This design comes from an exercise in tuning for small area, a short achievable clock period and few clock cycles per item on the open sky130 flow, not from production work.
In this exercise RTL edits were held to simulation tests only and were not proved equivalent to the original.

## bv2_ctr_xor
module bv2_ctr_xor (
    input  wire         clk,
    input  wire         rst,           
    input  wire         in_valid,
    output wire         in_ready,
    input  wire         in_link,       
    input  wire [23:0]  in_major,      
    input  wire [5:0]   in_minor,      
    input  wire [31:0]  in_line,       
    input  wire [3:0]   in_casc_id,    
    input  wire [1:0]   in_port,       
    input  wire [47:0]  in_frame_ctr,  
    input  wire [15:0]  in_blk,        
    input  wire [255:0] in_key,        
    input  wire [127:0] in_data,       
    output wire         out_valid,
    input  wire         out_ready,
    output wire [127:0] out_data
);
==> flow/config.mk <==
export PLATFORM = sky130hd
export DESIGN_NAME = bv2_ctr_xor
export DESIGN_NICKNAME = bv2_ctr_xor
export VERILOG_FILES = /design/flow/design.v
export SDC_FILE = /design/flow/constraint.sdc
export NUM_CORES = 4
export LEC_CHECK = 0
export CAP_MARGIN = 20
export CORE_MARGIN = 2
export CORE_UTILIZATION = 40
export SETUP_SLACK_MARGIN = 3.5
export SLEW_MARGIN = 20
export TNS_END_PERCENT = 5
==> flow/constraint.sdc <==
create_clock -name core_clock -period 10.0 [get_ports {clk}]
set_input_delay 2.0000 -clock core_clock [delete_from_list [all_inputs] [get_ports {clk}]]
set_output_delay 2.0000 -clock core_clock [all_outputs]
set_load 0.01 [all_outputs]
standard.sh (not shown) runs the stock make flow with config.mk's settings and CLKGATE_MAP_FILE= SYNTH_SCRIPT=/design/flow/synth_recipe.tcl, a recipe that flattens the netlist after the stock synthesis.
==> flow/flow/run.sh <==
#!/bin/bash
# Own flow: the standard layout (standard.sh) with two changes:
#  - synthesis runs flow/my_synth.tcl, the standard synthesis script except
#    that ABC maps with flow/area.abc (structural choices, then &nf);
#  - the port buffers are sky130_fd_sc_hd__buf_1 (every port still gets one).
set -euo pipefail
W=$PWD
export MY_ABC_SCRIPT=$W/flow/area.abc
sed -E "s#SYNTH_SCRIPT=[^ ]+#SYNTH_SCRIPT=$W/flow/my_synth.tcl#" standard.sh > my_standard.sh
grep -q "SYNTH_SCRIPT=$W/flow/my_synth.tcl" my_standard.sh
bash my_standard.sh "BUFFER_PORTS_ARGS=-buffer_cell sky130_fd_sc_hd__buf_1" finish > $W/flow_make.log 2>&1
==> flow/flow/area.abc <==
&get -n
&st
&dch
&nf
&put
==> flow/flow/my_synth.tcl <==
# The standard synthesis (synth_recipe.tcl), with one change: ABC maps the
# logic with the script named by MY_ABC_SCRIPT instead of ORFS's. Every other
# pass, and so every register's name and cell, is the standard synthesis's.
proc synth {args} { yosys synth -nofsm -noshare {*}$args }
proc abc {args} {
  set i [lsearch -exact $args -script]
  if { $i >= 0 } { lset args [expr { $i + 1 }] $::env(MY_ABC_SCRIPT) }
  yosys abc {*}$args
}
source $::env(SCRIPTS_DIR)/synth.tcl
# left out here: clear keep_hierarchy, flatten, clean up, hide names made inside functions, write 1_2_yosys.v
Testbench counts at the start, summed over its fixed seeds: cycles 7,688, items 512.
Edit:
- TNS_END_PERCENT: 5 -> default
What happened: Fmax is higher by a few percent. Synthesized area stays the same. Worst setup slack gets better by 0.16 ns. First-iteration DRC count grows slightly. Routed wire length is lower slightly. Core utilization grows by 0.37 points.
Edit:
- CORE_UTILIZATION: 40 -> 65
- CTS_BUF_LIST: default -> sky130_fd_sc_hd__clkbuf_4 sky130_fd_sc_hd__clkbuf_8
- PLACE_DENSITY: default -> 0.85
=>
- The new run produced a clean layout
- worst hold slack degrades by 0.0030 ns
- via count went up by a few percent
- synthesized area stays the same
- maximum frequency went down by a few percent
- routed wire length went down by a little under a tenth
- cell area went down by a few percent
- sequential share of layout area went up by 0.34 points
- non-clock buffer count went down by 17
- worst setup slack degrades by 0.20 ns
Edit:
- CORE_UTILIZATION: 65 -> 40
- CTS_BUF_LIST: sky130_fd_sc_hd__clkbuf_4 sky130_fd_sc_hd__clkbuf_8 -> sky130_fd_sc_hd__clkbuf_8 sky130_fd_sc_hd__clkbuf_16
- CTS_CLUSTER_DIAMETER: default -> 70
- CTS_CLUSTER_SIZE: default -> 24
- PLACE_DENSITY: 0.85 -> default
Effect: The new run finished clean. Clock skew came out lower by 0.016 ns. Final area goes up by 1.9%. Synthesized area stays the same. Utilization drops by 28 points. Worst setup slack gains 0.24 ns. Sequential share of layout area is lower by 0.28 points. Wire length came out higher by 8.3%. Global-route usage shrinks by 15 points. Critical path depth rose by 1.
Edit:
- CTS_BUF_LIST: sky130_fd_sc_hd__clkbuf_8 sky130_fd_sc_hd__clkbuf_16 -> default
- CTS_CLUSTER_DIAMETER: 70 -> default
- CTS_CLUSTER_SIZE: 24 -> default
- SETUP_SLACK_MARGIN: 3.5 -> 3.75
=> The new run passed the timing, DRC and antenna checks; wire length came out higher by 0.91%; register-to-register slack improved by 0.11 ns; first-iteration DRC count came out higher by 2.6%; maximum frequency came out higher by 1.8%; sequential cell count does not change; setup slack improved by 0.11 ns; die area does not change; core utilization came out higher by 1.5 points.
Edit:
- CORE_UTILIZATION: 40 -> 45
- CTS_BUF_LIST: default -> sky130_fd_sc_hd__clkbuf_8 sky130_fd_sc_hd__clkbuf_16
- CTS_CLUSTER_DIAMETER: default -> 90
- CTS_CLUSTER_SIZE: default -> 28
- SETUP_SLACK_MARGIN: 3.75 -> 3.6
Effect:
- setup slack got worse by 0.20 ns
- utilization is higher by 4.2 points
- non-clock buffer count goes down by 20
- sequential share of layout area grows by 0.41 points
- worst hold slack is better by 0.0084 ns
- design area drops by 3.1%
- cell count shrinks by about 2.5%
- die area fell by 11%


## run A
The RTL this note starts from:
==> flow/design.v <==
module bv2_ctr_xor (
    input  wire         clk,
    input  wire         rst,           
    input  wire         in_valid,
    output wire         in_ready,
    input  wire         in_link,       
    input  wire [23:0]  in_major,      
    input  wire [5:0]   in_minor,      
    input  wire [31:0]  in_line,       
    input  wire [3:0]   in_casc_id,    
    input  wire [1:0]   in_port,       
    input  wire [47:0]  in_frame_ctr,  
    input  wire [15:0]  in_blk,        
    input  wire [255:0] in_key,        
    input  wire [127:0] in_data,       
    output wire         out_valid,
    input  wire         out_ready,
    output wire [127:0] out_data
);
    function [7:0] sbox;
        input [7:0] a;
        reg u0, u1, u2, u3, u4, u5, u6, u7;
        reg t1, t2, t3, t4, t5, t6, t7, t8, t9, t10, t11, t12, t13, t14;
        reg t15, t16, t17, t18, t19, t20, t21, t22, t23, t24, t25, t26, t27;
        reg m1, m2, m3, m4, m5, m6, m7, m8, m9, m10, m11, m12, m13, m14, m15;
        reg m16, m17, m18, m19, m20, m21, m22, m23, m24, m25, m26, m27, m28;
        reg m29, m30, m31, m32, m33, m34, m35, m36, m37, m38, m39, m40, m41;
        reg m42, m43, m44, m45, m46, m47, m48, m49, m50, m51, m52, m53, m54;
        reg m55, m56, m57, m58, m59, m60, m61, m62, m63;
        reg l0, l1, l2, l3, l4, l5, l6, l7, l8, l9, l10, l11, l12, l13, l14;
        reg l15, l16, l17, l18, l19, l20, l21, l22, l23, l24, l25, l26, l27;
        reg l28, l29;
        begin
            u0 = a[7]; u1 = a[6]; u2 = a[5]; u3 = a[4];
            u4 = a[3]; u5 = a[2]; u6 = a[1]; u7 = a[0];
            t1 = u0 ^ u3;   t2 = u0 ^ u5;   t3 = u0 ^ u6;   t4 = u3 ^ u5;
            t5 = u4 ^ u6;   t6 = t1 ^ t5;   t7 = u1 ^ u2;   t8 = u7 ^ t6;
            t9 = u7 ^ t7;   t10 = t6 ^ t7;  t11 = u1 ^ u5;  t12 = u2 ^ u5;
            t13 = t3 ^ t4;  t14 = t6 ^ t11; t15 = t5 ^ t11; t16 = t5 ^ t12;
            t17 = t9 ^ t16; t18 = u3 ^ u7;  t19 = t7 ^ t18; t20 = t1 ^ t19;
            t21 = u6 ^ u7;  t22 = t7 ^ t21; t23 = t2 ^ t22; t24 = t2 ^ t10;
            t25 = t20 ^ t17; t26 = t3 ^ t16; t27 = t1 ^ t12;
            m1 = t13 & t6;   m2 = t23 & t8;   m3 = t14 ^ m1;   m4 = t19 & u7;
            m5 = m4 ^ m1;    m6 = t3 & t16;   m7 = t22 & t9;   m8 = t26 ^ m6;
            m9 = t20 & t17;  m10 = m9 ^ m6;   m11 = t1 & t15;  m12 = t4 & t27;
            m13 = m12 ^ m11; m14 = t2 & t10;  m15 = m14 ^ m11; m16 = m3 ^ m2;
            m17 = m5 ^ t24;  m18 = m8 ^ m7;   m19 = m10 ^ m15; m20 = m16 ^ m13;
            m21 = m17 ^ m15; m22 = m18 ^ m13; m23 = m19 ^ t25; m24 = m22 ^ m23;
            m25 = m22 & m20; m26 = m21 ^ m25; m27 = m20 ^ m21; m28 = m23 ^ m25;
            m29 = m28 & m27; m30 = m26 & m24; m31 = m20 & m23; m32 = m27 & m31;
            m33 = m27 ^ m25; m34 = m21 & m22; m35 = m24 & m34; m36 = m24 ^ m25;
            m37 = m21 ^ m29; m38 = m32 ^ m33; m39 = m23 ^ m30; m40 = m35 ^ m36;
            m41 = m38 ^ m40; m42 = m37 ^ m39; m43 = m37 ^ m38; m44 = m39 ^ m40;
            m45 = m42 ^ m41;
            m46 = m44 & t6;  m47 = m40 & t8;  m48 = m39 & u7;  m49 = m43 & t16;
            m50 = m38 & t9;  m51 = m37 & t17; m52 = m42 & t15; m53 = m45 & t27;
            m54 = m41 & t10; m55 = m44 & t13; m56 = m40 & t23; m57 = m39 & t19;
            m58 = m43 & t3;  m59 = m38 & t22; m60 = m37 & t20; m61 = m42 & t1;
            m62 = m45 & t4;  m63 = m41 & t2;
            l0 = m61 ^ m62;  l1 = m50 ^ m56;  l2 = m46 ^ m48;  l3 = m47 ^ m55;
            l4 = m54 ^ m58;  l5 = m49 ^ m61;  l6 = m62 ^ l5;   l7 = m46 ^ l3;
            l8 = m51 ^ m59;  l9 = m52 ^ m53;  l10 = m53 ^ l4;  l11 = m60 ^ l2;
            l12 = m48 ^ m51; l13 = m50 ^ l0;  l14 = m52 ^ m61; l15 = m55 ^ l1;
            l16 = m56 ^ l0;  l17 = m57 ^ l1;  l18 = m58 ^ l8;  l19 = m63 ^ l4;
            l20 = l0 ^ l1;   l21 = l1 ^ l7;   l22 = l3 ^ l12;  l23 = l18 ^ l2;
            l24 = l15 ^ l9;  l25 = l6 ^ l10;  l26 = l7 ^ l9;   l27 = l8 ^ l10;
            l28 = l11 ^ l14; l29 = l11 ^ l17;
            sbox[7] = l6 ^ l24;
            sbox[6] = ~(l16 ^ l26);
            sbox[5] = ~(l19 ^ l28);
            sbox[4] = l6 ^ l21;
            sbox[3] = l20 ^ l22;
            sbox[2] = l25 ^ l29;
            sbox[1] = ~(l13 ^ l27);
            sbox[0] = ~(l6 ^ l23);
        end
    endfunction
    function [7:0] xtime;
        input [7:0] a;
        begin
            xtime = {a[6:0], 1'b0} ^ (a[7] ? 8'h1b : 8'h00);
        end
    endfunction
    function [127:0] sub_shift;
        input [127:0] s;
        integer c, r;
        begin
            for (c = 0; c < 4; c = c + 1)
                for (r = 0; r < 4; r = r + 1)
                    sub_shift[127 - 8*(4*c + r) -: 8] =
                        sbox(s[127 - 8*(4*((c + r) % 4) + r) -: 8]);
        end
    endfunction
    function [127:0] mix_delta;
        input [127:0] s;
        integer c, r;
        reg [7:0] t;
        begin
            for (c = 0; c < 4; c = c + 1) begin
                t = s[127 - 32*c -: 8] ^ s[119 - 32*c -: 8] ^
                    s[111 - 32*c -: 8] ^ s[103 - 32*c -: 8];
                for (r = 0; r < 4; r = r + 1)
                    mix_delta[127 - 8*(4*c + r) -: 8] = t ^
                        xtime(s[127 - 8*(4*c + r) -: 8] ^
                              s[127 - 8*(4*c + (r + 1) % 4) -: 8]);
            end
        end
    endfunction
    reg          run;       
    reg          ov;        
    reg  [3:0]   rnd;       
    reg  [127:0] st;        
    reg  [127:0] ka, kb;    
    wire last  = (rnd == 4'd14);
    wire take  = run && last;                   
    wire load  = in_valid && !run && (!ov || out_ready);
    wire [127:0] ctr_blk = in_link
        ? {8'h01, in_casc_id, in_port, 2'b00, in_frame_ctr, 48'h0, in_blk}
        : {8'h00, in_major, in_minor, 56'h0, in_line, in_blk[1:0]};
    reg [255:0] key_be;
    integer k;
    always @(*) begin
        for (k = 0; k < 32; k = k + 1)
            key_be[255 - 8*k -: 8] = in_key[8*k +: 8];
    end
    wire [127:0] ss        = sub_shift(st);
    wire [127:0] round_out = ss ^ kb ^ (last ? in_data : mix_delta(ss));
    reg [7:0] rcon;
    always @(*) begin
        case (rnd[3:1])
            3'd0: rcon = 8'h01;
            3'd1: rcon = 8'h02;
            3'd2: rcon = 8'h04;
            3'd3: rcon = 8'h08;
            3'd4: rcon = 8'h10;
            3'd5: rcon = 8'h20;
            default: rcon = 8'h40;
        endcase
    end
    wire [31:0] sw = {sbox(kb[31:24]), sbox(kb[23:16]), sbox(kb[15:8]), sbox(kb[7:0])};
    wire [31:0] kt = rnd[0] ? ({sw[23:0], sw[31:24]} ^ {rcon, 24'h0}) : sw;
    wire [31:0] p1 = ka[127:96] ^ ka[95:64];
    wire [31:0] p2 = p1 ^ ka[63:32];
    wire [31:0] p3 = p2 ^ ka[31:0];
    wire [31:0] w0 = ka[127:96] ^ kt;
    wire [31:0] w1 = p1 ^ kt;
    wire [31:0] w2 = p2 ^ kt;
    wire [31:0] w3 = p3 ^ kt;
    wire [127:0] key_next = {w0, w1, w2, w3};
    wire         sel_run  = run & ~load;
    wire         sel_hold = ~run & ~load;
    wire [127:0] st_next  = ({128{load}}     & (ctr_blk ^ key_be[255:128])) |
                            ({128{sel_run}}  & round_out) |
                            ({128{sel_hold}} & st);
    always @(posedge clk) begin
        if (rst) begin
            run <= 1'b0;
            ov  <= 1'b0;
        end else begin
            if (load) begin
                run <= 1'b1;
                ov  <= 1'b0;
            end else if (run && last) begin
                run <= 1'b0;
                ov  <= 1'b1;
            end else if (out_ready) begin
                ov  <= 1'b0;
            end
        end
        st <= st_next;
        if (load) begin
            rnd <= 4'd1;
            ka  <= key_be[255:128];
            kb  <= key_be[127:0];
        end else begin
            rnd <= rnd + 4'd1;
            ka <= kb;
            kb <= key_next;
        end
    end
    assign in_ready  = take;
    assign out_valid = ov;
    assign out_data  = st;
endmodule
export LEC_CHECK = 0
export CAP_MARGIN = 20
export CORE_MARGIN = 2
export CORE_UTILIZATION = 50
export SETUP_SLACK_MARGIN = 3.5
export SLEW_MARGIN = 20
create_clock -name core_clock -period 10.0 [get_ports {clk}]
Scripts as last shown in full above: flow/flow/run.sh, flow/flow/area.abc, flow/flow/my_synth.tcl
Per the final summary, run A finished and its layout is clean on timing, DRC and antenna.
Testbench counts of run A, summed over its fixed seeds: cycles 7,688, items 512.
## Diff of input files: run B against run A
-- flow/config.mk --
<<< run A, line 9
export CORE_MARGIN = 2
export CORE_UTILIZATION = 50
export SETUP_SLACK_MARGIN = 3.5
>>> run B, line 9
export CORE_MARGIN = 2
export CORE_UTILIZATION = 40
export CTS_BUF_LIST = sky130_fd_sc_hd__clkbuf_8 sky130_fd_sc_hd__clkbuf_16
export CTS_CLUSTER_DIAMETER = 50
export CTS_CLUSTER_SIZE = 16
export SETUP_SLACK_MARGIN = 3.5
[summary]
Run B against run A: register fraction of the total cell area now smaller. Measured against run B, the number of CTS-inserted buffers of run A comes out at 0.70 times the reference value. Global routing usage on met2 sits lower in run B than in run A. Run B vs. run A: data required time of the worst path rose 0.04 ns, post-CTS setup buffer count fell 1.
Relative to run B, the following input files were edited for run C:
-- flow/config.mk --
<<< run B, line 11
export CTS_BUF_LIST = sky130_fd_sc_hd__clkbuf_8 sky130_fd_sc_hd__clkbuf_16
export CTS_CLUSTER_DIAMETER = 50
export CTS_CLUSTER_SIZE = 16
export SETUP_SLACK_MARGIN = 3.5
>>> run C, line 11
export CTS_BUF_LIST = sky130_fd_sc_hd__clkbuf_8 sky130_fd_sc_hd__clkbuf_16
export CTS_CLUSTER_DIAMETER = 80
export CTS_CLUSTER_SIZE = 32
export SETUP_SLACK_MARGIN = 3.5
==> comparison <==
Against run B, run C reports a routed wire length on met3 that is lower. Delta (run C minus run B): H-tree level count shrank by 1, clock skew shrank by 0.018 ns.
diff inputs: run C => run D
-- flow/config.mk --
<<< run C, line 10
export CORE_UTILIZATION = 40
export CTS_BUF_LIST = sky130_fd_sc_hd__clkbuf_8 sky130_fd_sc_hd__clkbuf_16
export CTS_CLUSTER_DIAMETER = 80
export CTS_CLUSTER_SIZE = 32
export SETUP_SLACK_MARGIN = 3.5
>>> run D, line 10
export CORE_UTILIZATION = 40
export CTS_BUF_LIST = sky130_fd_sc_hd__clkbuf_4 sky130_fd_sc_hd__clkbuf_8
export SETUP_SLACK_MARGIN = 3.5
==> comparison <==
- [run D vs run C] global-route usage: higher in run D
- [diff] worst hold slack across all endpoints, run D relative to run C: improvement

re-timing with driven ports:
The flow's constraints put no driver on any port. The routed layouts listed below were extracted and timed again, unchanged, in two steps. Step 1 assumes that a clkbuf_16 drives the clock port and a buf_2 every other input. Step 2 times the ports against the registers' clock, not the clock port: input delays grow and output delays shrink by t, the midpoint of the rising clock arrivals with the driver on. Three values: no drivers, after step 1, after step 2; two values: the first two.
run	shift t [ns]	slack for setup (ns)	hold WS [ns]	worst setup path at the end	worst register clock-pin slew, ns
the first run of note 1	0.722	3.497 / 3.497 / 3.497	0.447 / 0.447 / 0.447	register to register	0.07 / 0.07
the second run of note 1	0.699	3.658 / 3.658 / 3.658	0.444 / 0.444 / 0.444	register to register	0.07 / 0.07
the third run of note 1	0.749	3.456 / 3.456 / 3.456	0.441 / 0.441 / 0.441	register to register	0.07 / 0.07
the fourth run of note 1	0.700	3.700 / 3.700 / 3.700	0.446 / 0.446 / 0.446	register to register	0.09 / 0.09
the fifth run of note 1	0.701	3.809 / 3.809 / 3.809	0.446 / 0.446 / 0.446	register to register	0.07 / 0.07
the sixth run of note 1	0.726	3.613 / 3.613 / 3.613	0.455 / 0.455 / 0.455	register to register	0.11 / 0.11
run A	0.682	3.623 / 3.623 / 3.623	0.442 / 0.442 / 0.442	register to register	0.07 / 0.07
run B	0.720	3.699 / 3.699 / 3.699	0.448 / 0.448 / 0.448	register to register	0.07 / 0.07
run C	0.678	3.663 / 3.663 / 3.663	0.436 / 0.436 / 0.436	register to register	0.10 / 0.10
run D	0.787	3.718 / 3.718 / 3.718	0.444 / 0.444 / 0.444	register to register	0.07 / 0.07
After both steps setup and hold are still met in every run listed.
